Source: an optimization exercise on an open RTL-to-GDS flow (aim: small area, a short achievable clock period and few clock cycles per item). Production flows keep margins and buffers that such runs may drop.

==> trial 63: inputs <==
==> flow/design.v (excerpt) <==
module hlp_crc (
    input  wire         clk,
    input  wire         rst,
    input  wire         req_valid,
    output wire         req_ready,
    input  wire [63:0]  req_b,
    input  wire [9:0]   req_tag,
    input  wire [255:0] req_data,
    output wire         rsp_valid,
    input  wire         rsp_ready,
    output wire [63:0]  rsp_data,
    output wire [9:0]   rsp_tag
);
Settings: LEC_CHECK=0, CAP_MARGIN=20, CORE_MARGIN=2, CORE_UTILIZATION=25, PLACE_DENSITY=0.4, SLEW_MARGIN=20, SYNTH_HIERARCHICAL=1, SYNTH_MINIMUM_KEEP_SIZE=0; clock period 80.0 ns.
run.sh (not shown) runs the stock make flow with config.mk's settings and CLKGATE_MAP_FILE= SYNTH_SCRIPT=/design/flow/synth_recipe.tcl, a recipe that flattens the netlist after the stock synthesis.
==> inputs of build 19, as changes to trial 63 <==
--- a/flow/design.v
+++ b/flow/design.v
@@ -10,34 +10,36 @@
     input  wire         rsp_ready,
     output wire [63:0]  rsp_data,
     output wire [9:0]   rsp_tag
 );
     localparam [63:0] ERR_BAD_ARG = 64'h8000_0010_0000_0009;
     reg         tk_q;
     reg  [255:0] d_q;
+    reg  [9:0]  n_q;         
+    reg         nhi_q;       
     reg  [2:0]  bp_q;        
     reg         bc_q;
     reg  [31:0] bv_q;
     reg  [9:0]  bt_q;
-    reg         fst_q;       
-    reg         lst_q;       
-    reg  [4:0]  sh_q;        
-    reg         bad0_q;      
-    reg         rx_q;        
-    reg  [9:0]  rxr_q;       
     reg         rdy_q;
+    reg         act_q;       
+    reg  [9:0]  rem_q;       
     reg  [31:0] s_q;         
     reg  [2:0]  prof_q;
     reg         bad_q;
     reg  [9:0]  tag_q;
-    reg         pend_q;      
-    reg         rv_q;        
+    reg         spend_q;     
+    reg         rv_q;
     reg  [31:0] r_q;         
     reg         rbad_q;
     reg  [9:0]  rtag_q;
+    reg         pv_q;
+    reg  [31:0] p_q;
+    reg         pbad_q;
+    reg  [9:0]  ptag_q;
     function [5:0] p_width(input [2:0] p);
         case (p)
             3'd2, 3'd3: p_width = 6'd16;
             3'd4:       p_width = 6'd24;
             3'd5:       p_width = 6'd8;
             default:    p_width = 6'd32;
         endcase
@@ -75,39 +77,40 @@
             3'd4:       p_cls = 5'b01000;
             3'd5:       p_cls = 5'b10000;
             default:    p_cls = 5'b00000;
         endcase
     endfunction
     assign req_ready = rdy_q;
     wire        take    = req_valid && rdy_q;
-    wire [15:0] n_in    = req_b[15:0];
-    wire        n_bad   = (n_in == 16'd0) || (n_in > 16'd512);
-    wire [9:0]  rem0    = rx_q ? rxr_q : n_in[9:0];
-    wire        last0   = rx_q ? (rxr_q <= 10'd32) : (n_bad || (n_in <= 16'd32));
-    wire [2:0]  prof    = fst_q ? bp_q : prof_q;
-    wire        bad     = fst_q ? bad0_q : bad_q;
-    wire [9:0]  tag     = fst_q ? bt_q : tag_q;
+    wire        first   = !act_q;
+    wire        n_bad   = nhi_q || (n_q == 10'd0) || (n_q[9] && (n_q[8:0] != 9'd0));
+    wire [2:0]  prof    = first ? bp_q : prof_q;
+    wire        bad     = first ? (n_bad || (bp_q == 3'd7)) : bad_q;
+    wire [9:0]  tag     = first ? bt_q : tag_q;
+    wire [9:0]  rem     = first ? n_q : rem_q;
+    wire        last    = first ? (n_bad || (n_q <= 10'd32)) : (rem_q <= 10'd32);
+    wire [4:0]  sh      = last ? (5'd0 - rem[4:0]) : 5'd0;    
     wire [5:0]  w_b     = p_width(bp_q);
     wire [31:0] prev_b  = (bv_q & wmask(w_b)) ^ (p_xorout(bp_q) & wmask(w_b));
     wire [31:0] start_x = bc_q ? prev_b : p_init(bp_q);
     wire [31:0] start_r = p_refl(bp_q) ? rev32(start_x) : (start_x << (6'd32 - w_b));
-    wire [31:0] s_in    = fst_q ? start_r : s_q;
+    wire [31:0] s_in    = first ? start_r : s_q;
     wire        refl    = p_refl(prof);
     reg  [255:0] t;
     integer     k, m;
     always @(*) begin
         for (k = 0; k < 32; k = k + 1)
             for (m = 0; m < 8; m = m + 1)
                 t[8 * (31 - k) + m] = refl ? d_q[8 * k + 7 - m] : d_q[8 * k + m];
         t[255:224] = t[255:224] ^ s_in;
     end
-    wire [255:0] u      = t >> {sh_q, 3'b000};
-    wire [31:0] u_lo    = (sh_q == 5'd31) ? {s_in[23:0], 8'd0} :
-                          (sh_q == 5'd30) ? {s_in[15:0], 16'd0} :
-                          (sh_q == 5'd29) ? {s_in[7:0], 24'd0} : 32'd0;
+    wire [255:0] u      = t >> {sh, 3'b000};
+    wire [31:0] u_lo    = (sh == 5'd31) ? {s_in[23:0], 8'd0} :
+                          (sh == 5'd30) ? {s_in[15:0], 16'd0} :
+                          (sh == 5'd29) ? {s_in[7:0], 24'd0} : 32'd0;
     wire [4:0]  cls     = p_cls(prof);
     wire [31:0] y;
     wire [31:0] s_nx    = y ^ u_lo;
     wire x256;
     hlp_crc_x2 g_x256 (.a(u[227]), .b(u[228]), .y(x256));
     wire x257;
     hlp_crc_x2 g_x257 (.a(u[113]), .b(u[156]), .y(x257));
@@ -10057,66 +10060,73 @@
     wire xt3112;
     hlp_crc_x2 g_xt3112 (.a(ya31_2), .b(ya31_3), .y(xt3112));
     wire xt3113;
     hlp_crc_x2 g_xt3113 (.a(xt3111), .b(xt3112), .y(xt3113));
     wire xt3114;
     hlp_crc_x2 g_xt3114 (.a(xt3113), .b(ya31_4), .y(xt3114));
     assign y[31] = xt3114;
-    wire        rsp_take = rv_q && rsp_ready;
-    wire        r_free   = !rv_q || rsp_ready;
-    wire        done     = tk_q && lst_q;
-    wire        to_r     = (done || pend_q) && r_free;
-    wire [31:0] f_s     = pend_q ? s_q : s_nx;
-    wire [2:0]  f_p     = pend_q ? prof_q : prof;
-    wire        f_bad   = pend_q ? bad_q : bad;
-    wire [9:0]  f_tag   = pend_q ? tag_q : tag;
+    wire        done    = tk_q && last;           
+    wire        nres    = done || spend_q;        
+    wire        r_free  = !rv_q || rsp_ready;
+    wire [31:0] f_s     = spend_q ? s_q : s_nx;
+    wire [2:0]  f_p     = spend_q ? prof_q : prof;
+    wire        f_bad   = spend_q ? bad_q : bad;
+    wire [9:0]  f_tag   = spend_q ? tag_q : tag;
     wire [5:0]  w_f     = p_width(f_p);
     wire [31:0] out_raw = p_refl(f_p) ? rev32(f_s) : (f_s >> (6'd32 - w_f));
     wire [31:0] out_crc = (out_raw ^ p_xorout(f_p)) & wmask(w_f);
+    wire [31:0] f_dat   = f_bad ? 32'h0000_0009 : out_crc;
     assign rsp_valid = rv_q;
     assign rsp_tag   = rtag_q;
     assign rsp_data  = {rbad_q, 26'd0, rbad_q, 4'd0, r_q};
-    wire        rv_nx   = to_r || (rv_q && !rsp_ready);
-    wire        pend_nx = (done && !r_free) || (pend_q && !r_free);
+    wire        r_ld    = r_free && (pv_q || nres);
+    wire        p_ld    = nres && (r_free ? pv_q : !pv_q);
+    wire        rv_nx   = r_ld || !r_free;
+    wire        pv_nx   = r_free ? (pv_q && nres) : (pv_q || nres);
+    wire        spend_nx = nres && !r_free && pv_q;
     always @(posedge clk) begin
         d_q    <= req_data;
+        n_q    <= req_b[9:0];
+        nhi_q  <= (req_b[15:10] != 6'd0);
         bp_q   <= req_b[18:16];
         bc_q   <= req_b[19];
         bv_q   <= req_b[63:32];
         bt_q   <= req_tag;
-        fst_q  <= !rx_q;
-        lst_q  <= last0;
-        sh_q   <= last0 ? (5'd0 - rem0[4:0]) : 5'd0;
-        bad0_q <= n_bad || (req_b[18:16] == 3'd7);
         if (tk_q) begin
             s_q    <= s_nx;
             prof_q <= prof;
             bad_q  <= bad;
             tag_q  <= tag;
+            rem_q  <= rem - 10'd32;
         end
-        if (to_r) begin
-            r_q    <= f_bad ? 32'h0000_0009 : out_crc;
-            rbad_q <= f_bad;
-            rtag_q <= f_tag;
+        if (r_ld) begin
+            r_q    <= pv_q ? p_q : f_dat;
+            rbad_q <= pv_q ? pbad_q : f_bad;
+            rtag_q <= pv_q ? ptag_q : f_tag;
+        end
+        if (p_ld) begin
+            p_q    <= f_dat;
+            pbad_q <= f_bad;
+            ptag_q <= f_tag;
         end
         if (rst) begin
-            tk_q   <= 1'b0;
-            rx_q   <= 1'b0;
-            rdy_q  <= 1'b1;
-            pend_q <= 1'b0;
-            rv_q   <= 1'b0;
+            tk_q    <= 1'b0;
+            rdy_q   <= 1'b1;
+            act_q   <= 1'b0;
+            spend_q <= 1'b0;
+            rv_q    <= 1'b0;
+            pv_q    <= 1'b0;
         end else begin
-            tk_q   <= take;
-            if (take) begin
-                rx_q  <= !last0;
-                rxr_q <= rem0 - 10'd32;
-            end
-            pend_q <= pend_nx;
-            rv_q   <= rv_nx;
-            rdy_q  <= !pend_nx && !(take && last0 && rv_nx);
+            tk_q    <= take;
+            if (tk_q)
+                act_q <= !last;
+            spend_q <= spend_nx;
+            rv_q    <= rv_nx;
+            pv_q    <= pv_nx;
+            rdy_q   <= !pv_nx && !spend_nx;
         end
     end
 endmodule
 module hlp_crc_x2 (
     input  wire a,
     input  wire b,
     output wire y
CAP_MARGIN = 10   (was 20)
CORE_UTILIZATION = 45   (was 25)
PLACE_DENSITY = 0.6   (was 0.4)
SLEW_MARGIN = 10   (was 20)
==> impl_metrics.json <==
{
  "status": "finished with violations",
  "so.violations": "max-capacitance violations, max-slew violations",
  "final_max_slew_viol_count": 3,
  "synth-xor-area-share_pct": 57.9,
  "dominant_cells": "multi-input combinational cells",
  "cap_violations": 3
}
# the run above: trial 63

==> impl_metrics.json <==
{
  "status": "stopped before the end",
  "lastStage": "global routing (5_1_grt)",
  "error": "[ERROR GRT-0116] Global routing finished with congestion. Check the congestion regions in the DRC Viewer.",
  "place.gp.congestion": 1.75,
  "synth-xor-area-share_pct": 56.2,
  "synth_top_family_by_area": "XOR/XNOR gates",
  "syn_inst": 9146
}
# the run above: build 19

No functional check of the RTL was part of any run of this note.

[what the ideal ports hide]
The flow's constraints put no driver on any port. The routed layout listed below was extracted and timed again, unchanged, in two steps.
Step 1: set_driving_cell puts a clkbuf_16 on clk and a buf_2 on each other input, an assumption about the parent block.
Step 2, shift: input delay + t, output delay - t, t = (earliest + latest rising clock arrival at the registers) / 2. This alone moves slack from input paths to output paths.
Three values: ideal, step 1, step 2; two values: the first two.
run: trial 63
t, ns: 0.732
setup slack, ns: 62.042 / 62.113 / 61.381
hold WS [ns]: 0.507 / 0.507 / 0.507
worst register clock-pin slew, ns: 0.08 / 0.08
For trial 63, drivers alone change the setup slack by +0.071 ns; drivers and shift together by -0.661 ns.
